Background: an optimization exercise with open tools, aiming at small area, a short achievable clock period and few clock cycles per item. Do not read the settings as production practice.
In this exercise RTL edits were held to simulation tests only and were not proved equivalent to the original.

## flow/design.v (module list and top-level ports; edited modules follow where they fit)
// module husk_dec: 1668 lines
module husk_dec (
    input  wire         clk,
    input  wire         rst,
    input  wire         in_valid,
    output wire         in_ready,
    input  wire         in_mode,
    input  wire [255:0] in_data,
    input  wire [31:0]  in_check,
    output wire         out_valid,
    output wire [255:0] out_data,
    output wire [31:0]  out_check,
    output wire [1:0]   out_status
);
  // ...
==> flow/flow/run.sh <==
#!/bin/bash
# Standard layout, but the port buffers that global placement inserts are
# buf_2 cells instead of the default delay buffers.
set -euo pipefail
export BUFFER_PORTS_ARGS="-buffer_cell sky130_fd_sc_hd__buf_2"
bash standard.sh > standard_make.log 2>&1
==> flow/standard.sh <==
#!/bin/bash
# synth_recipe.tcl (not shown) runs the flow's synth.tcl, then flattens the netlist and writes it again
# the make line also repeats each setting of config.mk as NAME=value (left out here)
make -C /OpenROAD-flow-scripts/flow DESIGN_CONFIG=/design/flow/config.mk WORK_HOME=/design/flow/orfs CLKGATE_MAP_FILE= SYNTH_SCRIPT=/design/flow/synth_recipe.tcl "${@:-finish}"
==> flow/config.mk <==
export PLATFORM = sky130hd
export DESIGN_NAME = husk_dec
export DESIGN_NICKNAME = husk_dec
export VERILOG_FILES = /design/flow/design.v
export SDC_FILE = /design/flow/constraint.sdc
export NUM_CORES = 4
export LEC_CHECK = 0
export CAP_MARGIN = 20
export CORE_MARGIN = 2
export CORE_UTILIZATION = 55
export PLACE_DENSITY = 0.68
export SLEW_MARGIN = 20
==> flow/constraint.sdc <==
create_clock -name core_clock -period 30.0 [get_ports {clk}]
set_input_delay 6.0000 -clock core_clock [delete_from_list [all_inputs] [get_ports {clk}]]
set_output_delay 6.0000 -clock core_clock [all_outputs]
set_load 0.01 [all_outputs]
==> flow_summary.json, run 1 <==
{
  "path_depth": 16,
  "yosys.area_share.adder": 0.00536,
  "die_w_um": 330,
  "synth_edf_count": 0,
  "post-route-min-period_ps": 7640,
  "port_buffers": 582,
  "place_inst": 7267,
  "post-route-util": 0.644,
  "crit_slowest_cell": "and2_2",
  "seq_area_frac": 0.374,
  "outcome": "finished clean",
  "ys_top_cells_by_count": "xnor2_1 (1690), dfxtp_1 (1268), nor2_1 (354), xor2_1 (350), a22oi_1 (299)",
  "rsz0062_at_grt": "false",
  "grt_overflow": 0,
  "r2r_start": "z0p_r3[7]",
  "met1_length_um": 96900,
  "synth_area_um2": 58300,
  "synth_xor_area_frac": 0.392,
  "fin_ws_ps": 22360,
  "track_usage": 0.467,
  "max_stage_delay_ps": 1120,
  "ys_warn_count": 1,
  "grt_pass1_vias": 41600,
  "initial_core_util": 0.554,
  "ys.flop_type": "dfxtp_1",
  "numCtsBuffers": 118,
  "cp_top_family": "simple AND/OR/NAND/NOR gates",
  "vias_per_cell": 5.99,
  "taps": 1391,
  "firstDrtPassIters": 6
}
Testbench counts, summed over its fixed seeds: cycles 6,432, items 6,400.
==> inputs of run 2 (changes only) <==
--- a/flow/design.v
+++ b/flow/design.v
@@ -132,16 +132,25 @@
       frcomp[2] = a[1] ^ a[3];
       frcomp[3] = a[1] ^ a[2] ^ a[4] ^ a[7];
       frcomp[4] = a[2] ^ a[4] ^ a[5];
       frcomp[5] = a[7];
       frcomp[6] = a[1] ^ a[3] ^ a[6] ^ a[7];
       frcomp[7] = a[2] ^ a[5];
     end
   endfunction
+  function inpos;
+    input [7:0] x;
+    begin
+      case (x)
+        8'h4D, 8'h02, 8'hAC, 8'h4C, 8'h54, 8'h8A, 8'hFE, 8'h11, 8'h6D, 8'h67, 8'h2E, 8'h57, 8'h70, 8'h94, 8'hF7, 8'hA2, 8'h7E, 8'hA6, 8'h05, 8'h2D, 8'hAD, 8'h1A, 8'h72, 8'h38, 8'hBB, 8'hF6, 8'hF4, 8'h58, 8'h14, 8'h40, 8'hCA, 8'h34, 8'h25, 8'h48, 8'h2F, 8'h01: inpos = 1'b1;
+        default: inpos = 1'b0;
+      endcase
+    end
+  endfunction
   wire [287:0] cw;
   wire [0:0] mode;
   wire [7:0] S0;
   reg [287:0] cw_r1;
   wire [7:0] S1;
   wire [7:0] S2;
   wire [7:0] S3;
   wire [7:0] C0;
@@ -194,19 +203,18 @@
   reg [0:0] mode_r1;
   reg [0:0] mode_r2;
   reg [0:0] mode_r3;
   reg [0:0] trc_r3;
   wire [1:0] status;
   reg [0:0] intact_r2;
   reg [0:0] intact_r3;
   wire [7:0] y1n;
+  wire [7:0] s0c;
   wire [7:0] Y1;
-  reg [7:0] S0_r2;
-  reg [7:0] S0_r3;
   wire [7:0] Y2;
   wire [287:0] err;
   wire [287:0] res;
   reg [287:0] cw_r2;
   reg [287:0] cw_r3;
   reg [287:0] res_r4;
   reg [1:0] status_r4;
   reg [4:1] vld;
@@ -1575,27 +1583,28 @@
   assign t = cmul(D_r2, invA);
   assign c = cmul(BD, csq(invA));
   assign trc = ^{c[7]};
   assign z0 = clsol(c);
   assign z0p = dz ? 8'h01 : z0;
   assign x1 = cmul(Q_r3, z0p_r3);
   assign x2 = x1 ^ Q_r3;
   assign y1d = cmul(C1_r3, t_r3) ^ cmul(C0_r3, z0_r3 ^ 8'h01);
-  assign m1 = |{(x1 == 8'h01), (x1 == 8'h2F), (x1 == 8'h48), (x1 == 8'h25), (x1 == 8'h34), (x1 == 8'hCA), (x1 == 8'h40), (x1 == 8'h14), (x1 == 8'h58), (x1 == 8'hF4), (x1 == 8'hF6), (x1 == 8'hBB), (x1 == 8'h38), (x1 == 8'h72), (x1 == 8'h1A), (x1 == 8'hAD), (x1 == 8'h2D), (x1 == 8'h05), (x1 == 8'hA6), (x1 == 8'h7E), (x1 == 8'hA2), (x1 == 8'hF7), (x1 == 8'h94), (x1 == 8'h70), (x1 == 8'h57), (x1 == 8'h2E), (x1 == 8'h67), (x1 == 8'h6D), (x1 == 8'h11), (x1 == 8'hFE), (x1 == 8'h8A), (x1 == 8'h54), (x1 == 8'h4C), (x1 == 8'hAC), (x1 == 8'h02), (x1 == 8'h4D)};
-  assign m2 = |{(x2 == 8'h01), (x2 == 8'h2F), (x2 == 8'h48), (x2 == 8'h25), (x2 == 8'h34), (x2 == 8'hCA), (x2 == 8'h40), (x2 == 8'h14), (x2 == 8'h58), (x2 == 8'hF4), (x2 == 8'hF6), (x2 == 8'hBB), (x2 == 8'h38), (x2 == 8'h72), (x2 == 8'h1A), (x2 == 8'hAD), (x2 == 8'h2D), (x2 == 8'h05), (x2 == 8'hA6), (x2 == 8'h7E), (x2 == 8'hA2), (x2 == 8'hF7), (x2 == 8'h94), (x2 == 8'h70), (x2 == 8'h57), (x2 == 8'h2E), (x2 == 8'h67), (x2 == 8'h6D), (x2 == 8'h11), (x2 == 8'hFE), (x2 == 8'h8A), (x2 == 8'h54), (x2 == 8'h4C), (x2 == 8'hAC), (x2 == 8'h02), (x2 == 8'h4D)};
+  assign m1 = inpos(x1);
+  assign m2 = inpos(x2);
   assign h1 = {(x1 == 8'h01), (x1 == 8'h2F), (x1 == 8'h48), (x1 == 8'h25), (x1 == 8'h34), (x1 == 8'hCA), (x1 == 8'h40), (x1 == 8'h14), (x1 == 8'h58), (x1 == 8'hF4), (x1 == 8'hF6), (x1 == 8'hBB), (x1 == 8'h38), (x1 == 8'h72), (x1 == 8'h1A), (x1 == 8'hAD), (x1 == 8'h2D), (x1 == 8'h05), (x1 == 8'hA6), (x1 == 8'h7E), (x1 == 8'hA2), (x1 == 8'hF7), (x1 == 8'h94), (x1 == 8'h70), (x1 == 8'h57), (x1 == 8'h2E), (x1 == 8'h67), (x1 == 8'h6D), (x1 == 8'h11), (x1 == 8'hFE), (x1 == 8'h8A), (x1 == 8'h54), (x1 == 8'h4C), (x1 == 8'hAC), (x1 == 8'h02), (x1 == 8'h4D)};
   assign h2 = {(x2 == 8'h01), (x2 == 8'h2F), (x2 == 8'h48), (x2 == 8'h25), (x2 == 8'h34), (x2 == 8'hCA), (x2 == 8'h40), (x2 == 8'h14), (x2 == 8'h58), (x2 == 8'hF4), (x2 == 8'hF6), (x2 == 8'hBB), (x2 == 8'h38), (x2 == 8'h72), (x2 == 8'h1A), (x2 == 8'hAD), (x2 == 8'h2D), (x2 == 8'h05), (x2 == 8'hA6), (x2 == 8'h7E), (x2 == 8'hA2), (x2 == 8'hF7), (x2 == 8'h94), (x2 == 8'h70), (x2 == 8'h57), (x2 == 8'h2E), (x2 == 8'h67), (x2 == 8'h6D), (x2 == 8'h11), (x2 == 8'hFE), (x2 == 8'h8A), (x2 == 8'h54), (x2 == 8'h4C), (x2 == 8'hAC), (x2 == 8'h02), (x2 == 8'h4D)};
   assign intact = (S0 == 8'h00) && (S1 == 8'h00) && (S2 == 8'h00) && (S3 == 8'h00);
   assign single = dz_r3 & az_r3 & m1;
   assign double = mode_r3 & ~dz_r3 & ~trc_r3 & m1 & m2;
   assign status = intact_r3 ? 2'd0 : single ? 2'd1 : double ? 2'd2 : 2'd3;
   assign y1n = frcomp(y1d);
-  assign Y1 = single ? S0_r3 : (double ? y1n : 8'h00);
-  assign Y2 = double ? (S0_r3 ^ y1n) : 8'h00;
+  assign s0c = frcomp(C0_r3);
+  assign Y1 = single ? s0c : (double ? y1n : 8'h00);
+  assign Y2 = double ? (s0c ^ y1n) : 8'h00;
   assign err[7:0] = ({8{h1[0]}} & Y1) | ({8{h2[0]}} & Y2);
   assign err[15:8] = ({8{h1[1]}} & Y1) | ({8{h2[1]}} & Y2);
   assign err[23:16] = ({8{h1[2]}} & Y1) | ({8{h2[2]}} & Y2);
   assign err[31:24] = ({8{h1[3]}} & Y1) | ({8{h2[3]}} & Y2);
   assign err[39:32] = ({8{h1[4]}} & Y1) | ({8{h2[4]}} & Y2);
   assign err[47:40] = ({8{h1[5]}} & Y1) | ({8{h2[5]}} & Y2);
   assign err[55:48] = ({8{h1[6]}} & Y1) | ({8{h2[6]}} & Y2);
   assign err[63:56] = ({8{h1[7]}} & Y1) | ({8{h2[7]}} & Y2);
@@ -1653,16 +1662,14 @@
     dz_r3 <= dz;
     az_r3 <= az;
     mode_r1 <= mode;
     mode_r2 <= mode_r1;
     mode_r3 <= mode_r2;
     trc_r3 <= trc;
     intact_r2 <= intact;
     intact_r3 <= intact_r2;
-    S0_r2 <= S0;
-    S0_r3 <= S0_r2;
     cw_r2 <= cw_r1;
     cw_r3 <= cw_r2;
     res_r4 <= res;
     status_r4 <= status;
   end
 endmodule
==> flow/config.mk (replaced) <==
export PLATFORM = sky130hd
export DESIGN_NAME = husk_dec
export DESIGN_NICKNAME = husk_dec
export VERILOG_FILES = /design/flow/design.v
export SDC_FILE = /design/flow/constraint.sdc
export NUM_CORES = 4
export LEC_CHECK = 0
export CAP_MARGIN = 20
export CORE_MARGIN = 2
export CORE_UTILIZATION = 55
export PLACE_DENSITY = 0.68
export SLEW_MARGIN = 50
==> run 2 against run 1 <==
Worst setup slack gained 120 ps. Highest routed layer unchanged. Area after synthesis grew 0.73%. Via count up 3.2%. Cell count shrank 0.73%. Largest cell class unchanged.
==> flow_summary.json, run 2 <==
{
  "crit_required_ps": 24000,
  "synth_top_area_cell": "dfxtp_1",
  "insertion_delay_ps": 800,
  "synth_cell_type_count": 98,
  "cts_hold_buf": 0,
  "fin_setup_tns_ps": 0,
  "ios": 584,
  "setup_viol": 0,
  "drc_errors": 0,
  "ys_warn_count": 1,
  "path_class": "reg2out",
  "vias": 46400,
  "cp.arrival_ps": 1520,
  "drt_iter0_markers": 7236,
  "hp-class": "reg2reg",
  "slew_headroom": 0.424,
  "max_stage_delay_ps": 540,
  "grt_overflow": 0,
  "floorplan.die_area_um2": 109000,
  "worst_pin_slew_ps": 861,
  "numCtsBuffers": 116,
  "post-route-min-period_ps": 7520,
  "fp-row-count": 119,
  "synthArstFlopShare": 0,
  "hpwl_um": 213000,
  "ys_top_cells_by_count": "xnor2_1 (1287), dfxtp_1 (1254), xor2_1 (616), nand2_1 (364), nor2_1 (306)",
  "clk_pin_slew_worst_paths_ps": 70,
  "fillers": 7822,
  "min_period_over_period": 0.251,
  "synth_cells": 5316,
  "final_nets": 6258,
  "grt_pass1_vias": 43400,
  "hold_ws_ps": 297,
  "outcome": "finished clean",
  "die_w_um": 331,
  "antenna_found_initial": 36,
  "synth.avg_cell_area_um2": 11.0,
  "cts_setup_buffers": 0,
  "cp_cell_sequence": "buf_2",
  "synth_most_common_cell": "xnor2_1",
  "routedWlPerCell_um": 36.8,
  "synth_area_leaders": "dfxtp_1 (43%), xnor2_1 (19%), xnor3_1 (9.4%)",
  "max_freq_mhz": 133,
  "crit_path_end_kind": "output pin",
  "cts_tree": "done",
  "clock-sinks": 1254,
  "layout-drive-gt1-share": 0.190,
  "synth_edf_count": 0,
  "track_usage": 0.487,
  "crit_slowest_cell": "dfxtp_1",
  "mostFrequentLayoutCells": "dfxtp_1 (1231), xnor2_1 (1216), xor2_1 (600), buf_2 (582), nand2_1 (350)",
  "final_hold_viol_count": 0,
  "cts.path.max_buffers": 3,
  "drv_cap": 0,
  "cts_resized": 0,
  "port_buffers": 582,
  "rrSetupSlack_ps": 22790,
  "synth_top_area_frac": 0.427,
  "path_buf_inv": 1,
  "place_congestion": 1.08,
  "final_max_slew_viol_count": 0,
  "grt_first_pass_wirelength_um": 359000,
  "cp_top_family": "flip-flops",
  "ys_seq_area_frac": 0.427,
  "layout_commonest_cell": "dfxtp_1",
  "ys.flop_type": "dfxtp_1",
  "fp.dieH_um": 331,
  "synth_area_um2": 58700,
  "areaGrowthSynthToFinish_pct": 17.1,
  "synth-seq-cells": 1254,
  "fin_ws_ps": 22480,
  "htreeDepth": 3,
  "dp_slack_ps": 22820,
  "vias_per_cell": 6.23,
  "firstDrtPassIters": 8,
  "rsz0062_at_grt": "false",
  "antenna_left": 0,
  "coreArea_um2": 106000,
  "start_kind": "flop",
  "drt-total-wl_um": 275000,
  "cp_max_fo": 2,
  "initial_core_util": 0.556,
  "clock-root-buffer": "clkbuf_16",
  "syn_nets": 5633,
  "skew_ps": 97.5,
  "grt_max_degree": 37
}
-- run 2: cell count changes in the layout (fill, tap and decap cells not counted), moves of 23 or more --
cell     change
nand2_1     +74
nor2_1      -47
xnor2_2     +52
xor2_1     +251
o22ai_1    +264
a22oi_1    -287
dfxtp_2     +23
xnor3_1     +82
dfxtp_1     -37
xnor2_1    -468
-- run 2: path summary, 6_finish.rpt --
kind	from	end	cells after the start
max reg2reg	A_r2[6]	z0p_r3[1]	19
min	cw_r2[89]	cw_r3[89]	0
min reg2reg	cw_r2[89]	cw_r3[89]	0
max	res_r4[126]	out_data[126]	1
-- run 2: layout make-up --
cell class | count | area [um2] | area share
Tap cell | 1391 | 1740 | 0.0253
Sequential cell | 1254 | 25100 | 0.366
Antenna cell | 24 | 60.1 | 0.000873
Clock buffer | 167 | 3400 | 0.0495
Timing Repair Buffer | 709 | 3890 | 0.0566
Multi-Input combinational cell | 3795 | 33500 | 0.486
Clock inverter | 51 | 832 | 0.0121
Inverter | 65 | 244 | 0.00355
-- run 2: cells by family after synthesis --
family,Yosys count,synth area share
multiplexers,55,0.00993
adder cells (fa/ha/maj),25,0.00533
other,1,0.0000638
buffers and inverters,267,0.0181
XOR/XNOR,2226,0.407
AO/OA/AOI/OAI,565,0.0628
flip-flops,1254,0.427
AND/OR/NAND/NOR,923,0.0693
-- run 2: routing by layer --
layer | part of all wire | GRT usage | vias up | wire (um)
met5 | 0.00041 | 0 | - | 113
met4 | 0.074 | 0.291 | 14 | 20400
met3 | 0.15 | 0.190 | 1039 | 40800
met2 | 0.42 | 0.704 | 4245 | 114000
met1 | 0.36 | 0.613 | 22400 | 99100
li1 | - | - | 18800 | -
-- run 2: per-stage QoR --
| step | area (um2) | cells | util |
|---|---|---|---|
| after floorplan | 58700 | 5316 | - |
| after global placement | 63600 | 7206 | 0.602 |
| after detailed placement | 64300 | 7212 | 0.609 |
| after CTS | 68500 | 7430 | 0.649 |
| after global routing | 68700 | 7441 | 0.651 |
| final | 68800 | 7456 | 0.651 |
Testbench counts of run 2, summed over its fixed seeds: cycles 6,432, items 6,400.
==> inputs of run 3 (changes only) <==
--- a/flow/config.mk
+++ b/flow/config.mk
@@ -8,5 +8,7 @@
 export CAP_MARGIN = 20
 export CORE_MARGIN = 2
 export CORE_UTILIZATION = 55
+export CTS_BUF_LIST = sky130_fd_sc_hd__clkbuf_8
+export CTS_CLUSTER_SIZE = 20
 export PLACE_DENSITY = 0.68
 export SLEW_MARGIN = 50
==> run 3 against run 2 <==
Utilization grew 0.095 points. Critical path depth unchanged. Register-to-register slack got worse by 30 ps. Worst setup slack worse by 100 ps. Non-clock buffer count down 1. Global-route usage up 0.41 points. Fmax decreased by 1.3%.
==> flow_summary.json, run 3 <==
{
  "coreArea_um2": 106000,
  "ys_seq_area_frac": 0.427,
  "outcome": "finished clean",
  "fin_setup_tns_ps": 0,
  "skew_ps": 86.4,
  "synth_area_leaders": "dfxtp_1 (43%), xnor2_1 (19%), xnor3_1 (9.4%)",
  "dp_slack_ps": 22820,
  "hpwl_um": 213000,
  "grt_overflow": 0,
  "cts_resized": 0,
  "layout-drive-gt1-share": 0.201,
  "final_max_slew_viol_count": 0,
  "synth.avg_cell_area_um2": 11.0,
  "floorplan.die_area_um2": 109000,
  "firstDrtPassIters": 8,
  "fp.dieH_um": 331,
  "ios": 584,
  "path_class": "reg2out",
  "ys.flop_type": "dfxtp_1",
  "synth_area_um2": 58700,
  "clock-sinks": 1254,
  "drt_iter0_markers": 7302,
  "drt-total-wl_um": 276000,
  "crit_slowest_cell": "dfxtp_1",
  "place_congestion": 1.08,
  "syn_nets": 5633,
  "cts_hold_buf": 0,
  "areaGrowthSynthToFinish_pct": 17.2,
  "synth-seq-cells": 1254,
  "max_freq_mhz": 131,
  "worst_pin_slew_ps": 875,
  "ys_top_cells_by_count": "xnor2_1 (1287), dfxtp_1 (1254), xor2_1 (616), nand2_1 (364), nor2_1 (306)",
  "post-route-min-period_ps": 7630,
  "fp-row-count": 119,
  "cp_top_family": "flip-flops",
  "hp-class": "reg2reg",
  "synth_most_common_cell": "xnor2_1",
  "insertion_delay_ps": 960,
  "synthArstFlopShare": 0,
  "port_buffers": 582,
  "cts_setup_buffers": 0,
  "min_period_over_period": 0.254,
  "layout_commonest_cell": "dfxtp_1",
  "numCtsBuffers": 187,
  "grt_pass1_vias": 44100,
  "grt_max_degree": 37,
  "htreeDepth": 4,
  "crit_path_end_kind": "output pin",
  "synth_cells": 5316,
  "grt_first_pass_wirelength_um": 362000,
  "initial_core_util": 0.556,
  "final_hold_viol_count": 0,
  "crit_required_ps": 24000,
  "synth_top_area_frac": 0.427,
  "synth_top_area_cell": "dfxtp_1",
  "cts_tree": "done",
  "synth_edf_count": 0,
  "ys_warn_count": 1,
  "final_nets": 6328,
  "drv_cap": 0,
  "cp.arrival_ps": 1630,
  "vias": 47100,
  "rsz0062_at_grt": "false",
  "die_w_um": 331,
  "fin_ws_ps": 22370,
  "synth_cell_type_count": 98,
  "rrSetupSlack_ps": 22760,
  "track_usage": 0.491,
  "cp_max_fo": 2,
  "routedWlPerCell_um": 36.5,
  "mostFrequentLayoutCells": "dfxtp_1 (1230), xnor2_1 (1214), xor2_1 (599), buf_2 (582), nand2_1 (351)",
  "max_stage_delay_ps": 500,
  "antenna_left": 0,
  "drc_errors": 0,
  "clock-root-buffer": "clkbuf_8",
  "start_kind": "flop",
  "setup_viol": 0,
  "slew_headroom": 0.416,
  "cts.path.max_buffers": 3,
  "vias_per_cell": 6.21,
  "cp_cell_sequence": "buf_2",
  "antenna_found_initial": 39,
  "path_buf_inv": 1,
  "clk_pin_slew_worst_paths_ps": 70
}
[run 3: cell types whose count changed in the layout (fill, tap and decap cells not counted), sizes merged]
cell,previous run,this run
clkbuf,167,234
inv,72,115
clkinv,25,35
diode,24,30
clkinvlp,7,5
buf,709,708
[run 3: final timing paths]
path	startpoint	end	depth (start not counted)
worst max-delay path	res_r4[126]	out_data[126]	1
worst min register to register	cw_r2[274]	cw_r3[274]	0
worst min-delay path	cw_r2[274]	cw_r3[274]	0
worst max register to register	A_r2[6]	z0p_r3[1]	19
[run 3: through the flow]
step / std cells / area, um2 / util / hold slack (ps)
2_1_floorplan: 5316 / 58700 / - / 310
3_3_place_gp: 7206 / 63600 / 0.602 / 310
3_5_place_dp: 7212 / 64300 / 0.609 / 312
4_1_cts: 7548 / 68600 / 0.650 / 264
5_1_grt: 7558 / 68800 / 0.652 / 272
6_report: 7579 / 68900 / 0.652 / 266
[run 3: routing by layer]
layer,up-vias,global-route usage,share of wire,routed length [um]
met5,-,0.00130,0.0016,454
met3,1147,0.198,0.15,40600
met2,4213,0.713,0.41,114000
li1,18900,-,-,-
met4,20,0.294,0.078,21500
met1,22800,0.611,0.36,100000
[run 3: logic make-up after synthesis]
logic type / after synthesis / synth area share
DFF: 1254 / 0.427
buffers and inverters: 267 / 0.0181
muxes: 55 / 0.00993
adders and majority gates: 25 / 0.00533
other: 1 / 0.0000638
and+or+nand+nor: 923 / 0.0693
xor gates and xnor gates: 2226 / 0.407
AOI/OAI and AO/OA: 565 / 0.0628
[run 3: final cells by class]
class,count,area [um2]
tap,1391,1740
sequential,1254,25100
antenna,30,75.1
fill,7839,36700
inverter,65,244
timing repair buffer,708,3870
clock inverter,102,1090
clock buffer,234,3220
multi-input combinational,3795,33500
[run 3: worst reg2reg max path, delay by kind of cell, from the launching register on]
| family | cells | cell delay (ps) |
|---|---|---|
| AO/OA/AOI/OAI | 1 | 500 |
| XOR/XNOR | 10 | 3750 |
| adder cells (fa/ha/maj) | 2 | 690 |
| buffers and inverters | 2 | 420 |
| flip-flops | 1 | 730 |
| multiplexers | 2 | 620 |
| AND/OR/NAND/NOR | 2 | 390 |

-- separate check: timing with driven ports --
No port has a modelled driver above. Below, the same layouts with a new extraction and two added sets of constraints. Step 1 sets driving cells, clkbuf_16 on the clock port and buf_2 on the other inputs (assumed; they add their load-dependent delay and slew). Step 2 moves the port delays by t, midway between the first and last clock arrival at a register: inputs arrive t later, outputs are due t later. That takes back most of the time a late clock gives input paths. Three values: ideal, step 1, step 2; two values: the first two.
run	t, ns	slack for setup (ns)	worst setup path at the end
run 1	0.806	22.357 / 22.357 / 22.357	register to register
run 2	0.826	22.477 / 22.398 / 22.794	register to register
run 3	0.986	22.374 / 22.297 / 22.757	register to register
After both steps setup and hold are still met in every run listed.
